This design comes from an exercise in tuning for small area and a short achievable clock period on the open sky130 flow, not from production work.
The RTL was checked by simulation tests, not by an equivalence proof against the original design.

Design memi_bch79, start of the top module:
module memi_bch79 (
    input  wire        clk,
    input  wire        rst_n,
    input  wire        enc_valid,
    input  wire [63:0] enc_data,
    output reg         enc_out_valid,
    output reg  [78:0] enc_code,
    input  wire        dec_valid,
    input  wire [78:0] dec_code,
    output reg         dec_out_valid,
    output reg  [63:0] dec_data,
    output reg  [1:0]  dec_status
);
For scale: ~1,800 cells after synthesis, roughly 310 flip-flops, roughly 290 I/O pins.
clock: 20.0 ns
lec_check: 0
cap_margin: 20
core_margin: 2
core_utilization: 50
cts_cluster_diameter: 60
cts_cluster_size: 30
slew_margin: 20
standard.sh (not shown) runs the stock make flow with config.mk's settings and CLKGATE_MAP_FILE= SYNTH_SCRIPT=/design/flow/synth_recipe.tcl, a recipe that flattens the netlist after the stock synthesis.
==> flow/flow/run.sh <==
#!/bin/bash
# The standard ORFS layout (the standard.sh), with two changes:
# timing repair keeps a setup margin, so that paths are optimised well below
# the 20 ns clock, and the ports get plain buffers.
set -euo pipefail
bash standard.sh SETUP_SLACK_MARGIN=14.6 "BUFFER_PORTS_ARGS=-buffer_cell sky130_fd_sc_hd__buf_1"  finish > orfs_flow.log 2>&1
The baseline went through all stages and came out clean.
Next try:
--- a/flow/flow/run.sh
+++ b/flow/flow/run.sh
@@ -6 +6 @@
-bash standard.sh SETUP_SLACK_MARGIN=14.6 "BUFFER_PORTS_ARGS=-buffer_cell sky130_fd_sc_hd__buf_1"  finish > orfs_flow.log 2>&1
+bash standard.sh SETUP_SLACK_MARGIN=14.6 "BUFFER_PORTS_ARGS=-buffer_cell sky130_fd_sc_hd__buf_2"  finish > orfs_flow.log 2>&1
CTS_CLUSTER_DIAMETER = unset   (was 60)
CTS_CLUSTER_SIZE = unset   (was 30)
=>
- setup slack improved by 99 ps
- design area grows by 2.0%
- synthesized cell count stays the same
Next try:
--- a/flow/flow/run.sh
+++ b/flow/flow/run.sh
@@ -6 +6 @@
-bash standard.sh SETUP_SLACK_MARGIN=14.6 "BUFFER_PORTS_ARGS=-buffer_cell sky130_fd_sc_hd__buf_2"  finish > orfs_flow.log 2>&1
+bash standard.sh SETUP_SLACK_MARGIN=14.75 "BUFFER_PORTS_ARGS=-buffer_cell sky130_fd_sc_hd__buf_1"  "CTS_ARGS=-sink_clustering_enable -repair_clock_nets -dont_use_dummy_load -sink_clustering_size 30 -sink_clustering_max_diameter 60" finish > orfs_flow.log 2>&1
Effect: The changed run produced a clean layout. Hold slack degrades by 24 ps. Die area stays the same. Design area came out lower by 1.4%.
Next try:
TNS_END_PERCENT = 20   (was unset)
What happened: The new run went through all stages and came out clean. Worst setup slack is worse by 150 ps. Clock-buffer cell count goes up by 2. Routed wire length goes down by 0.43%. Final area goes down by about 0.56%. Via count stays flat. Register-to-register slack is about the same. Fmax goes down by about 2.8%. Global-route usage goes down by 0.26 points.


run 1:
Starting RTL as in the previous note.
Settings: LEC_CHECK=0, CAP_MARGIN=20, CORE_MARGIN=2, CORE_UTILIZATION=50, SLEW_MARGIN=20; clock period 20.0 ns.
==> flow/flow/run.sh <==
#!/bin/bash
# The standard ORFS layout (the standard.sh), with two changes:
# timing repair keeps a setup margin, so that paths are optimised well below
# the 20 ns clock, and the ports get plain buffers.
set -euo pipefail
bash standard.sh SETUP_SLACK_MARGIN=14.7 "BUFFER_PORTS_ARGS=-buffer_cell sky130_fd_sc_hd__buf_1"  "CTS_ARGS=-sink_clustering_enable -repair_clock_nets -dont_use_dummy_load -sink_clustering_size 30 -sink_clustering_max_diameter 60" finish > orfs_flow.log 2>&1
Modified inputs, run 2 compared to run 1
Settings: an added CTS_BUF_LIST of sky130_fd_sc_hd__clkbuf_4 sky130_fd_sc_hd__clkbuf_8.
==> flow/flow/run.sh <==
#!/bin/bash
# The standard ORFS layout (the standard.sh), with two changes:
# timing repair keeps a setup margin, so that paths are optimised well below
# the 20 ns clock, and the ports get plain buffers.
set -euo pipefail
bash standard.sh SETUP_SLACK_MARGIN=14.6 "BUFFER_PORTS_ARGS=-buffer_cell sky130_fd_sc_hd__buf_2"  finish > orfs_flow.log 2>&1
--- outcome ---
- Run 2 has wire length on met1 below what run 1 had.
- Number of antenna diodes ends up lower on run 2.
Input-level comparison between run 3 and run 2:
Settings: removing CTS_BUF_LIST (formerly sky130_fd_sc_hd__clkbuf_4 sky130_fd_sc_hd__clkbuf_8).
--- a/flow/flow/run.sh
+++ b/flow/flow/run.sh
@@ -4,3 +4,3 @@
 # the 20 ns clock, and the ports get plain buffers.
 set -euo pipefail
-bash standard.sh SETUP_SLACK_MARGIN=14.6 "BUFFER_PORTS_ARGS=-buffer_cell sky130_fd_sc_hd__buf_2"  finish > orfs_flow.log 2>&1
+bash standard.sh SETUP_SLACK_MARGIN=15.4 "BUFFER_PORTS_ARGS=-buffer_cell sky130_fd_sc_hd__buf_2"  finish > orfs_flow.log 2>&1
## What came out
- From run 2 to run 3 the numbers moved as follows: clock buffer count in the final layout now sits lower; post-detailed-routing wire length now sits higher; sequential share of layout area now sits lower; final-layout clock-cell area share now sits lower.


memi_bch79 again, from the RTL that the note above started with.
==> flow/design.v (excerpt) <==
module memi_bch79 (
    input  wire        clk,
    input  wire        rst_n,
    input  wire        enc_valid,
    input  wire [63:0] enc_data,
    output reg         enc_out_valid,
    output reg  [78:0] enc_code,
    input  wire        dec_valid,
    input  wire [78:0] dec_code,
    output reg         dec_out_valid,
    output reg  [63:0] dec_data,
    output reg  [1:0]  dec_status
);
export LEC_CHECK = 0
export CAP_MARGIN = 20
export CORE_MARGIN = 2
export CORE_UTILIZATION = 50
export SLEW_MARGIN = 20
create_clock -name core_clock -period 20.0 [get_ports {clk}]
==> flow/flow/run.sh <==
#!/bin/bash
# The standard ORFS layout (the standard.sh), with two changes:
# timing repair keeps a setup margin, so that paths are optimised well below
# the 20 ns clock, and the ports get plain buffers.
set -euo pipefail
bash standard.sh SETUP_SLACK_MARGIN=14.6 "BUFFER_PORTS_ARGS=-buffer_cell sky130_fd_sc_hd__buf_1"  finish > orfs_flow.log 2>&1
The starting point passed the timing, design-rule and antenna checks.
Edit:
--- a/flow/flow/run.sh
+++ b/flow/flow/run.sh
@@ -5,2 +5,2 @@
 set -euo pipefail
-bash standard.sh SETUP_SLACK_MARGIN=14.6 "BUFFER_PORTS_ARGS=-buffer_cell sky130_fd_sc_hd__buf_1"  finish > orfs_flow.log 2>&1
+bash standard.sh SETUP_SLACK_MARGIN=14.6 "BUFFER_PORTS_ARGS=-buffer_cell sky130_fd_sc_hd__buf_1"  "CTS_ARGS=-sink_clustering_enable -repair_clock_nets -dont_use_dummy_load -sink_clustering_size 30 -sink_clustering_max_diameter 60" finish > orfs_flow.log 2>&1
GPL_TIMING_DRIVEN = 1   (was default)
After rerunning:
- sequential cell count stays the same
- die area does not change
- non-clock buffer count does not change
- clock-buffer cell count came out lower by 24
- design area drops by a few percent
- core utilization decreases by 1.3 points
- final cell count falls slightly
Edit:
==> flow/flow/run.sh (replaced) <==
#!/bin/bash
# The standard ORFS layout (the standard.sh), with two changes:
# timing repair keeps a setup margin, so that paths are optimised well below
# the 20 ns clock, and the ports get plain buffers.
set -euo pipefail
bash standard.sh SETUP_SLACK_MARGIN=14.6 "BUFFER_PORTS_ARGS=-buffer_cell sky130_fd_sc_hd__buf_1"  "CTS_ARGS=-sink_clustering_enable -repair_clock_nets -dont_use_dummy_load" finish > orfs_flow.log 2>&1
GPL_TIMING_DRIVEN = default   (was 1)
The changed run completed with no timing, DRC or antenna violations.
Critical path depth rises by 1.
Core utilization climbs by 0.87 points.
Final area goes up slightly.
Sequential share of layout area went down by 0.48 points.
Routed wire length grows slightly.
Edit:
==> flow/flow/run.sh (replaced) <==
#!/bin/bash
# The standard ORFS layout (the standard.sh), with two changes:
# timing repair keeps a setup margin, so that paths are optimised well below
# the 20 ns clock, and the ports get plain buffers.
set -euo pipefail
bash standard.sh SETUP_SLACK_MARGIN=15.0 "BUFFER_PORTS_ARGS=-buffer_cell sky130_fd_sc_hd__buf_2"  finish > orfs_flow.log 2>&1
The new run produced a clean layout.
Final cell count grows slightly.
Die area stays the same.
Wire length is about the same.
Worst setup slack is better by 0.32 ns.
Hold slack is better by 0.042 ns.
Area after synthesis is unchanged.
Utilization grows by 8.6 points.
Cell area grows by about a fifth.


Starting RTL as in the previous note.
// memi_bch79
module memi_bch79 (
    input  wire        clk,
    input  wire        rst_n,
    input  wire        enc_valid,
    input  wire [63:0] enc_data,
    output reg         enc_out_valid,
    output reg  [78:0] enc_code,
    input  wire        dec_valid,
    input  wire [78:0] dec_code,
    output reg         dec_out_valid,
    output reg  [63:0] dec_data,
    output reg  [1:0]  dec_status
);
export LEC_CHECK = 0
export CAP_MARGIN = 20
export CORE_MARGIN = 2
export CORE_UTILIZATION = 50
export SLEW_MARGIN = 20
create_clock -name core_clock -period 20.0 [get_ports {clk}]
==> flow/flow/run.sh <==
#!/bin/bash
# The standard ORFS layout (standard.sh) at the design's clock and SDC,
# with these layout choices:
#  - ports get plain buf_1 buffers;
#  - CTS clusters up to 30 sinks per buffer and adds no dummy loads.
# The full make/tool output goes to orfs_flow.log; ORFS keeps each step's log under orfs/logs.
set -euo pipefail
bash standard.sh SETUP_SLACK_MARGIN=14.75 "BUFFER_PORTS_ARGS=-buffer_cell sky130_fd_sc_hd__buf_1" "CTS_ARGS=-sink_clustering_enable -repair_clock_nets -dont_use_dummy_load -sink_clustering_size 30 -sink_clustering_max_diameter 60" finish > orfs_flow.log 2>&1
Edit:
==> flow/flow/run.sh (replaced) <==
#!/bin/bash
# The standard ORFS layout (the standard.sh), with two changes:
# timing repair keeps a setup margin, so that paths are optimised well below
# the 20 ns clock, and the ports get plain buffers.
set -euo pipefail
bash standard.sh SETUP_SLACK_MARGIN=14.6 "BUFFER_PORTS_ARGS=-buffer_cell sky130_fd_sc_hd__buf_1"  finish > orfs_flow.log 2>&1
- CORE_UTILIZATION: 50 -> 57
After rerunning:
- The changed run finished clean
- count of clock-buffer cells in the layout came out higher by 11
- worst setup slack got worse by 0.24 ns
- sequential cell count stays the same
- via count came out higher by 3.0%
- design area is about the same
- wire length came out higher by 0.99%
- fmax came out lower by 4.4%

[separate check: timing with driven ports]
No port has a modelled driver above. Below, the same layouts with a new extraction and two added sets of constraints.
Step 1, drivers: a clkbuf_16 drives clk and a buf_2 each remaining input, both assumed.
Step 2 moves the port delays by t, midway between the first and last clock arrival at a register: inputs arrive t later, outputs are due t later. That takes back most of the time a late clock gives input paths.
a / b / c = no drivers / after step 1 / after step 2; a / b = the first two.
run | t, ns | slack for setup (ns) | worst setup path after step 2
the first run of note 1 | 0.603 | 14.579 / 14.611 / 14.008 | input to register
the second run of note 1 | 0.606 | 14.678 / 14.673 / 14.067 | input to register
the third run of note 1 | 0.586 | 14.792 / 14.787 / 14.229 | input to register
the fourth run of note 1 | 0.575 | 14.645 / 14.680 / 14.105 | input to register
run 1 | 0.583 | 14.712 / 14.743 / 14.160 | input to register
run 2 | 0.686 | 14.696 / 14.672 / 13.986 | input to register
run 3 | 0.651 | 14.667 / 14.706 / 14.055 | input to register
the first run of note 3 | 0.599 | 14.641 / 14.631 / 14.032 | input to register
the second run of note 3 | 0.576 | 14.584 / 14.616 / 14.040 | input to register
the third run of note 3 | 0.579 | 14.628 / 14.655 / 14.076 | input to register
the fourth run of note 3 | 0.632 | 14.951 / 14.897 / 14.367 | input to register
the first run of note 4 | 0.586 | 14.792 / 14.787 / 14.229 | input to register
the second run of note 4 | 0.621 | 14.554 / 14.568 / 13.947 | input to register
After both steps every run listed still meets setup and hold. For run 2, which loses most, drivers alone change the setup slack by -0.024 ns; drivers and shift together by -0.710 ns.
